Source: an optimization exercise on an open RTL-to-GDS flow (aim: small area and a short achievable clock period). Production flows keep margins and buffers that such runs may drop.
No functional check of the RTL was part of any run shown here.

==> flow/design.v (outline; a module is shown in full before it is edited, if it fits) <==
// module lane_fma: 2408 lines
module lane_fma (
    input  wire        clk,
    input  wire        rst,
    input  wire        in_valid,
    input  wire [2:0]  in_op,
    input  wire [1:0]  in_mod,
    input  wire [31:0] in_a,
    input  wire [31:0] in_b,
    input  wire [31:0] in_c,
    output reg         out_valid,
    output reg  [31:0] out_res,
    output reg         out_clamp,
    output reg         out_bad
);
  // ...
==> flow/flow/run.sh <==
#!/bin/bash
# The standard layout (standard.sh, unchanged synthesis), with two
# settings outside config.mk's list: timing repair aims for 6 ns of setup
# slack, and the port buffers are buf_1 cells. make's full output goes to
# standard.log; each ORFS step logs under orfs/logs/.
export SETUP_SLACK_MARGIN=6
export BUFFER_PORTS_ARGS="-buffer_cell sky130_fd_sc_hd__buf_1"
bash standard.sh > standard.log 2>&1
==> flow/standard.sh <==
#!/bin/bash
# synth_recipe.tcl (not shown) runs the flow's synth.tcl, then flattens the netlist and writes it again
# the make line also repeats each setting of config.mk as NAME=value (left out here)
make -C /OpenROAD-flow-scripts/flow DESIGN_CONFIG=/design/flow/config.mk WORK_HOME=/design/flow/orfs CLKGATE_MAP_FILE= SYNTH_SCRIPT=/design/flow/synth_recipe.tcl "${@:-finish}"
==> flow/config.mk <==
export PLATFORM = sky130hd
export DESIGN_NAME = lane_fma
export DESIGN_NICKNAME = lane_fma
export VERILOG_FILES = /design/flow/design.v
export SDC_FILE = /design/flow/constraint.sdc
export NUM_CORES = 4
export LEC_CHECK = 0
export CAP_MARGIN = 20
export CORE_MARGIN = 2
export CORE_UTILIZATION = 60
export SLEW_MARGIN = 20
==> flow/constraint.sdc <==
create_clock -name core_clock -period 11.0 [get_ports {clk}]
set_input_delay 2.2000 -clock core_clock [delete_from_list [all_inputs] [get_ports {clk}]]
set_output_delay 2.2000 -clock core_clock [all_outputs]
set_load 0.01 [all_outputs]
==> flow_summary.toml, run 1 <==
[setup_path]
cp.buffers_inverters = 4
cp-start-kind = "flip-flop"
critical_path_peak_fanout = 8

[finish]
clock_area_share_pct = 3.34
final_nets = 6013
buffers = 356
multiInputGateArea_um2 = 33700
dominant_cells = "multi-input gates"
seq_area_um2 = 8350

[grt]
overflow = 0
grt_util_met1_pct = 55.5
antenna_found_initial = 5
grtUsageMet3_pct = 8.88

[placement]
gp_congestion = 1.02
post-place-ws_ns = 4.35

[logic_synthesis]
synth_area_leaders = "dfxtp_1 19%, fa_1 14%, xnor2_1 8.8%"
yosys-top-cells-count = "635 x nand2_1, 441 x xnor2_1, 416 x dfxtp_1, 386 x nor2_1, 344 x inv_1"
syn_nets = 5995

[sta]
setup-violations-final = 0
finalMaxSlewViolations = 0

[run_status]
outcome = "complete, no violations"

[cts]
htreeDepth = 2

[route]
num_vias = 42500
==> run 2, diff against run 1 <==
--- a/flow/design.v
+++ b/flow/design.v
@@ -42,19 +42,106 @@
     wire p_sign = xs ^ ys;
     wire p_zero = x_zero || y_zero;
     wire p_inf  = x_inf || y_inf;
     wire sp_nan = x_nan || y_nan || z_nan;
     wire sp_hit = sp_nan || p_inf || z_inf || (p_zero && z_zero);
     wire sp_bad = sp_nan || (p_inf && (p_zero || (z_inf && (zs != p_sign))));
     wire sp_inf = p_inf || z_inf;
     wire sp_sgn = p_inf ? p_sign : z_inf ? zs : (p_sign & zs);
-    wire signed [10:0] sh_a = $signed({3'b000, xe}) - $signed({3'b000, in_b[30:23]}) + 11'sd27;
-    wire signed [10:0] sh_m = $signed({3'b000, xe}) + $signed({3'b000, in_b[30:23]})
-                            - $signed({3'b000, in_c[30:23]}) - 11'sd100;
+    wire [10:0] sh_a_o0 = {3'b000, xe};
+    wire [10:0] sh_a_o1 = ~{3'b000, in_b[30:23]};
+    wire [10:0] sh_a_o2 = 11'd28;
+    wire [10:0] sh_a_s0 = sh_a_o0 ^ sh_a_o1 ^ sh_a_o2;
+    wire [10:0] sh_a_m0 = (sh_a_o0 & sh_a_o1) | (sh_a_o2 & (sh_a_o0 ^ sh_a_o1));
+    wire [10:0] sh_a_c0 = {sh_a_m0[9:0], 1'b0};
+    wire [10:0] sh_a_g = sh_a_s0 & sh_a_c0;
+    wire [10:0] sh_a_p = sh_a_s0 ^ sh_a_c0;
+    wire sh_a_G0_1 = sh_a_g[1] | (sh_a_p[1] & sh_a_g[0]);
+    wire sh_a_P0_1 = sh_a_p[1] & sh_a_p[0];
+    wire sh_a_G0_3 = sh_a_g[3] | (sh_a_p[3] & sh_a_g[2]);
+    wire sh_a_P0_3 = sh_a_p[3] & sh_a_p[2];
+    wire sh_a_G0_5 = sh_a_g[5] | (sh_a_p[5] & sh_a_g[4]);
+    wire sh_a_P0_5 = sh_a_p[5] & sh_a_p[4];
+    wire sh_a_G0_7 = sh_a_g[7] | (sh_a_p[7] & sh_a_g[6]);
+    wire sh_a_P0_7 = sh_a_p[7] & sh_a_p[6];
+    wire sh_a_G0_9 = sh_a_g[9] | (sh_a_p[9] & sh_a_g[8]);
+    wire sh_a_P0_9 = sh_a_p[9] & sh_a_p[8];
+    wire sh_a_G1_2 = sh_a_g[2] | (sh_a_p[2] & sh_a_G0_1);
+    wire sh_a_P1_2 = sh_a_p[2] & sh_a_P0_1;
+    wire sh_a_G1_3 = sh_a_G0_3 | (sh_a_P0_3 & sh_a_G0_1);
+    wire sh_a_P1_3 = sh_a_P0_3 & sh_a_P0_1;
+    wire sh_a_G1_6 = sh_a_g[6] | (sh_a_p[6] & sh_a_G0_5);
+    wire sh_a_P1_6 = sh_a_p[6] & sh_a_P0_5;
+    wire sh_a_G1_7 = sh_a_G0_7 | (sh_a_P0_7 & sh_a_G0_5);
+    wire sh_a_P1_7 = sh_a_P0_7 & sh_a_P0_5;
+    wire sh_a_G1_10 = sh_a_g[10] | (sh_a_p[10] & sh_a_G0_9);
+    wire sh_a_P1_10 = sh_a_p[10] & sh_a_P0_9;
+    wire sh_a_G2_4 = sh_a_g[4] | (sh_a_p[4] & sh_a_G1_3);
+    wire sh_a_P2_4 = sh_a_p[4] & sh_a_P1_3;
+    wire sh_a_G2_5 = sh_a_G0_5 | (sh_a_P0_5 & sh_a_G1_3);
+    wire sh_a_P2_5 = sh_a_P0_5 & sh_a_P1_3;
+    wire sh_a_G2_6 = sh_a_G1_6 | (sh_a_P1_6 & sh_a_G1_3);
+    wire sh_a_P2_6 = sh_a_P1_6 & sh_a_P1_3;
+    wire sh_a_G2_7 = sh_a_G1_7 | (sh_a_P1_7 & sh_a_G1_3);
+    wire sh_a_P2_7 = sh_a_P1_7 & sh_a_P1_3;
+    wire sh_a_G3_8 = sh_a_g[8] | (sh_a_p[8] & sh_a_G2_7);
+    wire sh_a_P3_8 = sh_a_p[8] & sh_a_P2_7;
+    wire sh_a_G3_9 = sh_a_G0_9 | (sh_a_P0_9 & sh_a_G2_7);
+    wire sh_a_P3_9 = sh_a_P0_9 & sh_a_P2_7;
+    wire sh_a_G3_10 = sh_a_G1_10 | (sh_a_P1_10 & sh_a_G2_7);
+    wire sh_a_P3_10 = sh_a_P1_10 & sh_a_P2_7;
+    wire [10:0] sh_a = sh_a_p ^ {sh_a_G3_9, sh_a_G3_8, sh_a_G2_7, sh_a_G2_6, sh_a_G2_5, sh_a_G2_4, sh_a_G1_3, sh_a_G1_2, sh_a_G0_1, sh_a_g[0], 1'b0};
+    wire [10:0] sh_m_o0 = {3'b000, xe};
+    wire [10:0] sh_m_o1 = {3'b000, in_b[30:23]};
+    wire [10:0] sh_m_o2 = ~{3'b000, in_c[30:23]};
+    wire [10:0] sh_m_o3 = 11'd1949;
+    wire [10:0] sh_m_s0 = sh_m_o0 ^ sh_m_o1 ^ sh_m_o2;
+    wire [10:0] sh_m_m0 = (sh_m_o0 & sh_m_o1) | (sh_m_o2 & (sh_m_o0 ^ sh_m_o1));
+    wire [10:0] sh_m_c0 = {sh_m_m0[9:0], 1'b0};
+    wire [10:0] sh_m_s1 = sh_m_o3 ^ sh_m_s0 ^ sh_m_c0;
+    wire [10:0] sh_m_m1 = (sh_m_o3 & sh_m_s0) | (sh_m_c0 & (sh_m_o3 ^ sh_m_s0));
+    wire [10:0] sh_m_c1 = {sh_m_m1[9:0], 1'b0};
+    wire [10:0] sh_m_g = sh_m_s1 & sh_m_c1;
+    wire [10:0] sh_m_p = sh_m_s1 ^ sh_m_c1;
+    wire sh_m_G0_1 = sh_m_g[1] | (sh_m_p[1] & sh_m_g[0]);
+    wire sh_m_P0_1 = sh_m_p[1] & sh_m_p[0];
+    wire sh_m_G0_3 = sh_m_g[3] | (sh_m_p[3] & sh_m_g[2]);
+    wire sh_m_P0_3 = sh_m_p[3] & sh_m_p[2];
+    wire sh_m_G0_5 = sh_m_g[5] | (sh_m_p[5] & sh_m_g[4]);
+    wire sh_m_P0_5 = sh_m_p[5] & sh_m_p[4];
+    wire sh_m_G0_7 = sh_m_g[7] | (sh_m_p[7] & sh_m_g[6]);
+    wire sh_m_P0_7 = sh_m_p[7] & sh_m_p[6];
+    wire sh_m_G0_9 = sh_m_g[9] | (sh_m_p[9] & sh_m_g[8]);
+    wire sh_m_P0_9 = sh_m_p[9] & sh_m_p[8];
+    wire sh_m_G1_2 = sh_m_g[2] | (sh_m_p[2] & sh_m_G0_1);
+    wire sh_m_P1_2 = sh_m_p[2] & sh_m_P0_1;
+    wire sh_m_G1_3 = sh_m_G0_3 | (sh_m_P0_3 & sh_m_G0_1);
+    wire sh_m_P1_3 = sh_m_P0_3 & sh_m_P0_1;
+    wire sh_m_G1_6 = sh_m_g[6] | (sh_m_p[6] & sh_m_G0_5);
+    wire sh_m_P1_6 = sh_m_p[6] & sh_m_P0_5;
+    wire sh_m_G1_7 = sh_m_G0_7 | (sh_m_P0_7 & sh_m_G0_5);
+    wire sh_m_P1_7 = sh_m_P0_7 & sh_m_P0_5;
+    wire sh_m_G1_10 = sh_m_g[10] | (sh_m_p[10] & sh_m_G0_9);
+    wire sh_m_P1_10 = sh_m_p[10] & sh_m_P0_9;
+    wire sh_m_G2_4 = sh_m_g[4] | (sh_m_p[4] & sh_m_G1_3);
+    wire sh_m_P2_4 = sh_m_p[4] & sh_m_P1_3;
+    wire sh_m_G2_5 = sh_m_G0_5 | (sh_m_P0_5 & sh_m_G1_3);
+    wire sh_m_P2_5 = sh_m_P0_5 & sh_m_P1_3;
+    wire sh_m_G2_6 = sh_m_G1_6 | (sh_m_P1_6 & sh_m_G1_3);
+    wire sh_m_P2_6 = sh_m_P1_6 & sh_m_P1_3;
+    wire sh_m_G2_7 = sh_m_G1_7 | (sh_m_P1_7 & sh_m_G1_3);
+    wire sh_m_P2_7 = sh_m_P1_7 & sh_m_P1_3;
+    wire sh_m_G3_8 = sh_m_g[8] | (sh_m_p[8] & sh_m_G2_7);
+    wire sh_m_P3_8 = sh_m_p[8] & sh_m_P2_7;
+    wire sh_m_G3_9 = sh_m_G0_9 | (sh_m_P0_9 & sh_m_G2_7);
+    wire sh_m_P3_9 = sh_m_P0_9 & sh_m_P2_7;
+    wire sh_m_G3_10 = sh_m_G1_10 | (sh_m_P1_10 & sh_m_G2_7);
+    wire sh_m_P3_10 = sh_m_P1_10 & sh_m_P2_7;
+    wire [10:0] sh_m = sh_m_p ^ {sh_m_G3_9, sh_m_G3_8, sh_m_G2_7, sh_m_G2_6, sh_m_G2_5, sh_m_G2_4, sh_m_G1_3, sh_m_G1_2, sh_m_G0_1, sh_m_g[0], 1'b0};
     wire signed [10:0] sh_n = op_add ? sh_a : sh_m;
     wire signed [10:0] e76_a = $signed({3'b000, xe}) + 11'sd28;
     wire signed [10:0] e76_m = $signed({3'b000, xe}) + $signed({3'b000, in_b[30:23]}) - 11'sd99;
     wire signed [10:0] e76n  = op_add ? e76_a : e76_m;
     wire [25:0] by0 = {2'b00, 1'b1, yf};
     wire [12:0] e_neg, e_one, e_two;
     genvar gi;
     generate for (gi = 0; gi < 13; gi = gi + 1) begin : benc
@@ -94,17 +181,17 @@
         r1_bneg    <= e_neg;
         r1_bone    <= e_one;
         r1_btwo    <= e_two;
         r1_mz      <= z_zero ? 24'd0 : {1'b1, zf};
         r1_shn     <= sh_n;
         r1_e76n    <= e76n;
         r1_ze      <= ze;
     end
-    wire        far      = !r1_zz && (r1_pz || r1_shn[10]);
+    wire        far      = r1_far;
     wire        fsticky  = far && !r1_pz;
     wire [6:0]  r1_shamt = far ? 7'd0 : (r1_shn > 11'sd76) ? 7'd76 : r1_shn[6:0];
     wire signed [10:0] r1_e76 = far ? ($signed({3'b000, r1_ze}) + 11'sd1) : r1_e76n;
     wire [23:0] bx = r1_mx;
     wire [25:0] by = {2'b00, 1'b1, r1_yf};       
     wire [12:0] bneg = r1_bneg & {13{~far}};
     wire [12:0] bone = r1_bone & {13{~far}};
     wire [12:0] btwo = r1_btwo & {13{~far}};
@@ -2281,52 +2368,53 @@
     wire lz_c13_0 = lz_z9 ? lz_z10 : lz_z7;
     wire lz_c13_1 = lz_z9 ? lz_c12_0 : lz_c9_0;
     wire lz_z14 = lz_z6 & lz_z13;
     wire lz_c14_0 = lz_z6 ? lz_z9 : lz_z2;
     wire lz_c14_1 = lz_z6 ? lz_c13_0 : lz_c6_0;
     wire lz_c14_2 = lz_z6 ? lz_c13_1 : lz_c6_1;
     wire       lzero = lz_z14;
     wire [3:0] lzc = {lz_z6, lz_c14_0, lz_c14_1, lz_c14_2};
-    wire [76:0] mag_ps = mag << {lz_z6, 6'd0};
+    wire [76:0] mag_ps = mag << {lz_z6, lz_c14_0, 5'd0};
+    wire        stl_ps = ~(lz_z6 | lz_c14_0) & (|mag[20:0]);
     reg        r3_valid;
     reg [1:0]  r3_mod;
     reg        r3_sp_hit, r3_sp_bad, r3_sp_inf, r3_sp_sgn;
     reg        r3_sign, r3_zero;
-    reg [76:0] r3_mag;
+    reg [76:21] r3_mag;
     reg        r3_stl;
     reg [3:0]  r3_lz;
     reg signed [10:0] r3_e76;
     always @(posedge clk) begin
         if (rst) r3_valid <= 1'b0;
         else     r3_valid <= r2_valid;
         r3_mod    <= r2_mod;
         r3_sp_hit <= r2_sp_hit;
         r3_sp_bad <= r2_sp_bad;
         r3_sp_inf <= r2_sp_inf;
         r3_sp_sgn <= r2_sp_sgn;
         r3_sign   <= r2_psign ^ sneg;
         r3_zero   <= lzero;
-        r3_mag    <= mag_ps[76:0];
-        r3_stl    <= 1'b0;
+        r3_mag    <= mag_ps[76:21];
+        r3_stl    <= stl_ps;
         r3_lz     <= lzc;
         r3_e76    <= r2_e76;
     end
-    wire [76:0] nrm4 = r3_mag << {r3_lz[2:0], 3'b000};
+    wire [76:0] nrm4 = {r3_mag, 21'd0} << {r3_lz[1:0], 3'b000};
     wire [2:0]  f    = nrm4[76] ? 3'd0 : nrm4[75] ? 3'd1 : nrm4[74] ? 3'd2 : nrm4[73] ? 3'd3 : nrm4[72] ? 3'd4 : nrm4[71] ? 3'd5 : nrm4[70] ? 3'd6 : 3'd7;
     wire [76:0] norm = nrm4 << f;
     wire [23:0] mant = norm[76:53];
     wire        rbit = norm[52];
     reg         stc;
     integer     k;
     always @(*) begin
         stc = 1'b0;
         stc = r3_stl;
-        for (k = 0; k < 45; k = k + 1)
-            if ({1'b0, r3_lz[2:0], 3'b000} < 8'd45 - k[7:0]) stc = stc | r3_mag[k];
+        for (k = 21; k < 45; k = k + 1)
+            if ({1'b0, r3_lz[1:0], 3'b000} < 8'd45 - k[7:0]) stc = stc | r3_mag[k];
     end
     wire sticky = stc | (nrm4[51] && f <= 3'd0) | (nrm4[50] && f <= 3'd1) | (nrm4[49] && f <= 3'd2) | (nrm4[48] && f <= 3'd3) | (nrm4[47] && f <= 3'd4) | (nrm4[46] && f <= 3'd5) | (nrm4[45] && f <= 3'd6);
     wire signed [10:0] ec   = r3_e76 - $signed({4'b0000, r3_lz, 3'b000});
     wire signed [10:0] epre = ec - $signed({8'd0, f});
     wire        rup  = rbit && (sticky || mant[0]);
     wire        mall = &mant;
     wire        mcy  = mall && rup;                  
     wire [22:0] frac = mant[22:0] + {22'd0, rup};    
@@ -2352,57 +2440,44 @@
     wire e_lt1 = lt1_c;
     wire e_eq0 = eq0_c;
     wire e_ovf = g254_c || (e254_c && mcy);
     wire e_gt1 = g127_c || (e127_c && (mcy || fnz));
     wire uf     = !r3_zero && e_lt1;                 
     wire minn   = uf && e_eq0 && mall;               
     wire ovf    = !r3_zero && !e_lt1 && e_ovf;       
     wire normal = !r3_zero && !e_lt1 && !e_ovf;
-    reg        q_sp_hit, q_sp_bad, q_sp_inf, q_sp_sgn;
-    reg        q_normal, q_ovf, q_uf, q_minn, q_zero, q_gt1;
-    reg [1:0]  q_mod;
-    reg [31:0] q_ar;
-    always @(posedge clk) begin
-        if (rst) out_valid <= 1'b0;
-        else     out_valid <= r3_valid;
-        out_clamp <= !r3_sp_hit && ovf;
-        out_bad   <= r3_sp_hit && r3_sp_bad;
-        q_sp_hit  <= r3_sp_hit;
-        q_sp_bad  <= r3_sp_bad;
-        q_sp_inf  <= r3_sp_inf;
-        q_sp_sgn  <= r3_sp_sgn;
-        q_normal  <= normal;
-        q_ovf     <= ovf;
-        q_uf      <= uf;
-        q_minn    <= minn;
-        q_zero    <= r3_zero;
-        q_gt1     <= e_gt1;
-        q_mod     <= r3_mod;
-        q_ar      <= {r3_sign, eout, frac};
-    end
-    wire q_sign = q_ar[31];
     reg [31:0] pre_res;
     always @(*) begin
-        if (q_sp_hit)
-            pre_res = q_sp_bad ? 32'd0 : {q_sp_sgn, {8{q_sp_inf}}, 23'd0};
-        else if (q_normal)
-            pre_res = q_ar;
-        else if (q_ovf)
-            pre_res = {q_sign, 31'h7F7F_FFFF};
-        else if (q_uf)
-            pre_res = {q_sign, 7'd0, q_minn, 23'd0};
+        if (r3_sp_hit)
+            pre_res = r3_sp_bad ? 32'd0 : {r3_sp_sgn, {8{r3_sp_inf}}, 23'd0};
+        else if (normal)
+            pre_res = {r3_sign, eout, frac};
+        else if (ovf)
+            pre_res = {r3_sign, 31'h7F7F_FFFF};
+        else if (uf)
+            pre_res = {r3_sign, 7'd0, minn, 23'd0};
         else
             pre_res = 32'd0;                              
     end
-    wire sp_val = q_sp_inf && !q_sp_bad;
-    wire sg  = q_sp_hit ? (q_sp_sgn && !q_sp_bad) : (q_sign && !q_zero);
-    wire gt1 = q_sp_hit ? sp_val : (q_ovf || (q_normal && q_gt1));
-    wire nz  = q_sp_hit ? sp_val : (!q_zero && (!q_uf || q_minn));
-    wire m1  = (q_mod == 2'b01);
-    wire m2  = (q_mod == 2'b10);
+    wire pre_clamp = !r3_sp_hit && ovf;
+    wire pre_bad   = r3_sp_hit && r3_sp_bad;
+    wire sp_val = r3_sp_inf && !r3_sp_bad;
+    wire sg  = r3_sp_hit ? (r3_sp_sgn && !r3_sp_bad) : (r3_sign && !r3_zero);
+    wire gt1 = r3_sp_hit ? sp_val : (ovf || (normal && e_gt1));
+    wire nz  = r3_sp_hit ? sp_val : (!r3_zero && (!uf || minn));
+    wire m1  = (r3_mod == 2'b01);
+    wire m2  = (r3_mod == 2'b10);
+    reg [31:0] lim_res;
     always @(*) begin
-        if ((m1 || m2) && !sg && gt1) out_res = 32'h3F80_0000;
-        else if (m1 && sg && gt1)      out_res = 32'hBF80_0000;
-        else if (m2 && sg && nz)       out_res = 32'd0;
-        else                           out_res = pre_res;
+        if ((m1 || m2) && !sg && gt1) lim_res = 32'h3F80_0000;
+        else if (m1 && sg && gt1)      lim_res = 32'hBF80_0000;
+        else if (m2 && sg && nz)       lim_res = 32'd0;
+        else                           lim_res = pre_res;
+    end
+    always @(posedge clk) begin
+        if (rst) out_valid <= 1'b0;
+        else     out_valid <= r3_valid;
+        out_res   <= lim_res;
+        out_clamp <= pre_clamp;
+        out_bad   <= pre_bad;
     end
 endmodule
==> run 2 against run 1 <==
  * Sequential share of layout area fell by 1.7 points
  * Clock skew rose by 0.022 ns
  * Cell count rose by 0.13%
  * Core utilization rose by 2.8 points
  * Hold slack improved by 0.0033 ns
  * Still clean on timing, DRC and antenna
  * First-iteration DRC count rose by 10%
  * Highest routed layer unchanged
  * Via count rose by 3.0%
  * Largest cell class unchanged
  * Critical path type unchanged
==> flow_summary.toml, run 2 <==
[sta]
worst_slew_pin_slew_ns = 1.37
setup-violations-final = 0
skew_ns = 0.0512
setup_ws_ns = 5.43
clock.fmax_mhz = 179
period_needed_ns = 5.57
finalHoldViolations = 0
maxSlewHeadroom_pct = 7.70
finalCritPeriodShare_pct = 50.7
fin_setup_tns_ns = 0
rsz0062_at_grt = "true"
finalMaxSlewViolations = 0

[placement]
io_buffers = 138
dp_hpwl_um = 119000
gp_congestion = 1.04
post-place-ws_ns = 3.34
place_inst = 6116

[floorplan]
fp.coreArea_um2 = 71700
die_x_um = 273
ios = 139
initial_core_util_pct = 60.7
die-area_um2 = 74800
fp-row-count = 98
die_height_um = 273

[finish]
final_common_cell = "nand2_1"
regMostFlops = "r2_q"
instances_no_fill = 6404
seq_area_um2 = 7710
largest_reg_flops = 127
layout_common_cells = "534 x nand2_1, 431 x xnor2_1, 365 x dfxtp_1, 360 x nor2_1, 344 x inv_1"
final_nets = 6053
multiInputGateArea_um2 = 34700
syn_to_final_growth_pct = 15.4
drive_above_1_share_pct = 14.6
nFillCells = 5786
reg_top3 = "r2_q (127), r3_mag (56), out_res (32)"

[route]
totalWireLength_um = 175000
via_per_inst = 6.83
wl_per_cell_um = 27.3
drt_iter0_drc = 6346
ant_nets = 0
num_vias = 43700
dr.pass1.iters = 10
drc = 0

[logic_synthesis]
yosysTopAreaCellShare_pct = 17.6
synth.avg_cell_area_um2 = 8.17
synth_edf_count = 0
synth_area_leader_cell = "dfxtp_1"
synth_warnings = 1
synthMostInstantiatedCell = "nand2_1"
async_reset_ff_share_pct = 0
ys_ff_latch = 383
yosys-top-cells-count = "545 x nand2_1, 441 x xnor2_1, 383 x dfxtp_1, 377 x nor2_1, 348 x inv_1"
ys_seq_area_share_pct = 17.6
ys.flop_type = "dfxtp_1"
ys_types = 107
synth_area_um2 = 43600
synth_area_leaders = "dfxtp_1 18%, fa_1 15%, xnor2_1 8.9%"
synth_cells = 5335
syn_nets = 5969

[setup_path]
setup.worst_path.end_class = "flip-flop"
cp.arrival_ns = 6.04
critical_path_peak_fanout = 11
crit_required_ns = 11.47
cp-start-kind = "flip-flop"
path_class = "flip-flop to flip-flop"

[run]
max_cap_viol_count = 0

[grt]
antenna_found_initial = 5
grt_usage_pct = 44.2
grt_pass1_wl_um = 253000
overflow = 0
grt_pass1_vias = 40800
grt_max_degree = 87

[worst_hold_path]
hold_path.class = "flip-flop to flip-flop"

[cts]
clk-insertion-delay-late_ns = 0.62
htreeDepth = 2
cts_made_buffers = 43
cts_sinks = 383
cts_buffer_depth = 3
root_buffer = "clkbuf_16"
cts_tree = "done"
clk_pin_slew_ns = 0.06

[run_status]
outcome = "complete, no violations"
[run 2: through the flow]
| step | utilization [%] | hold slack, ns | area, µm² |
|---|---|---|---|
| 6_report | 70.1 | 0.326 | 50300 |
| 5_1_grt | 70.0 | 0.332 | 50200 |
| 4_1_cts | 67.3 | 0.326 | 48300 |
| 3_5_place_dp | 61.9 | 0.312 | 44400 |
| 3_3_place_gp | 61.9 | 0.310 | 44400 |
| 2_1_floorplan | - | 0.310 | 43600 |
[run 2: cell families after synthesis]
kind of cell / share of synthesized area (%)
AO/OA/AOI/OAI: 19.7
XOR/XNOR: 11.9
adder cells (fa/ha/maj): 20.7
buffers and inverters: 7.00
flip-flops: 17.6
multiplexers: 5.60
AND/OR/NAND/NOR: 17.5
[run 2: worst max-delay path: stages (launching register included)]
cell and delay [ns]:
dfxtp_2 0.33, ha_4 0.30, and4_4 0.26, nand4_1 0.16, or4_4 0.57, a21oi_4 0.18
or3_4 0.20, o211ai_4 0.13, a21oi_4 0.31, buf_4 0.20, clkbuf_16 0.18, mux2i_1 0.09
xnor2_1 1.02, nor3_1 0.13, nand3_1 0.24, and4bb_4 0.26, buf_6 0.13, buf_8 0.13
a2111oi_1 0.49, a211oi_2 0.09
[run 2: path summary, 6_finish.rpt]
path	startpoint	end	slack, ns	depth (start not counted)
max	r2_q[100]$_DFF_P_	r3_mag[65]$_DFF_P_	5.43	19
min	r2_e76[1]$_DFF_P_	r3_e76[1]$_DFF_P_	0.33	0
max reg2reg	r2_q[100]$_DFF_P_	r3_mag[65]$_DFF_P_	5.43	19
min reg2reg	r2_e76[1]$_DFF_P_	r3_e76[1]$_DFF_P_	0.33	0
[run 2: layout make-up]
cell class	instances	area share (%)
Antenna cell	3	0.0149
Clock buffer	52	2.33
Clock inverter	25	0.782
Inverter	352	2.70
Multi-Input combinational cell	4192	69.1
Sequential cell	383	15.3
Tap cell	950	2.37
Timing Repair Buffer	446	7.29
Timing Repair inverter	1	0.0224
[run 2: what timing repair did]
item,4_1_cts,5_1_grt
pin swaps,52,88
setup buffers,86,96
gates cloned,18,8
hold buffers,0,0
resized for setup,237,248
setup endpoints to repair,167,140
[run 2: routing by layer]
| metal | routed length, µm | track usage [%] | up-vias |
|---|---|---|---|
| met5 | 19 | 0 | - |
| met4 | 10700 | 21.2 | 2 |
| met3 | 25100 | 13.1 | 809 |
| met2 | 72100 | 64.9 | 3446 |
| met1 | 66700 | 59.5 | 20700 |
| li1 | - | - | 18700 |

==> port drivers added, routing unchanged <==
The results above use ideal ports. As a check the final layouts listed here were re-extracted and re-timed, cells and wires unchanged.
Step 1 (the two cells are an assumption about what drives the block):
set clk [get_ports {clk}]
set_driving_cell -lib_cell sky130_fd_sc_hd__clkbuf_16 $clk
set_driving_cell -lib_cell sky130_fd_sc_hd__buf_2 [delete_from_list [all_inputs] $clk]
Step 2 adds t to the input delays and takes it off the output delays; t is the mean of the earliest and latest rising clock arrival at the registers after step 1. Input paths then give back, and output paths get back, about the clock's delay inside the block.
Slacks: ideal / step 1 / step 2; pairs: ideal / step 1.
| run | shift t [ns] | slack for setup (ns) | cell pins on the clock port's net |
|---|---|---|---|
| run 1 | 0.665 | 5.918 / 5.918 / 5.609 | 1 |
| run 2 | 0.669 | 5.428 / 5.428 / 5.428 | 1 |
After both steps every run listed still meets setup and hold. The setup slack of run 1, which loses most, moves by 0.000 ns with the drivers and by -0.309 ns with both steps.
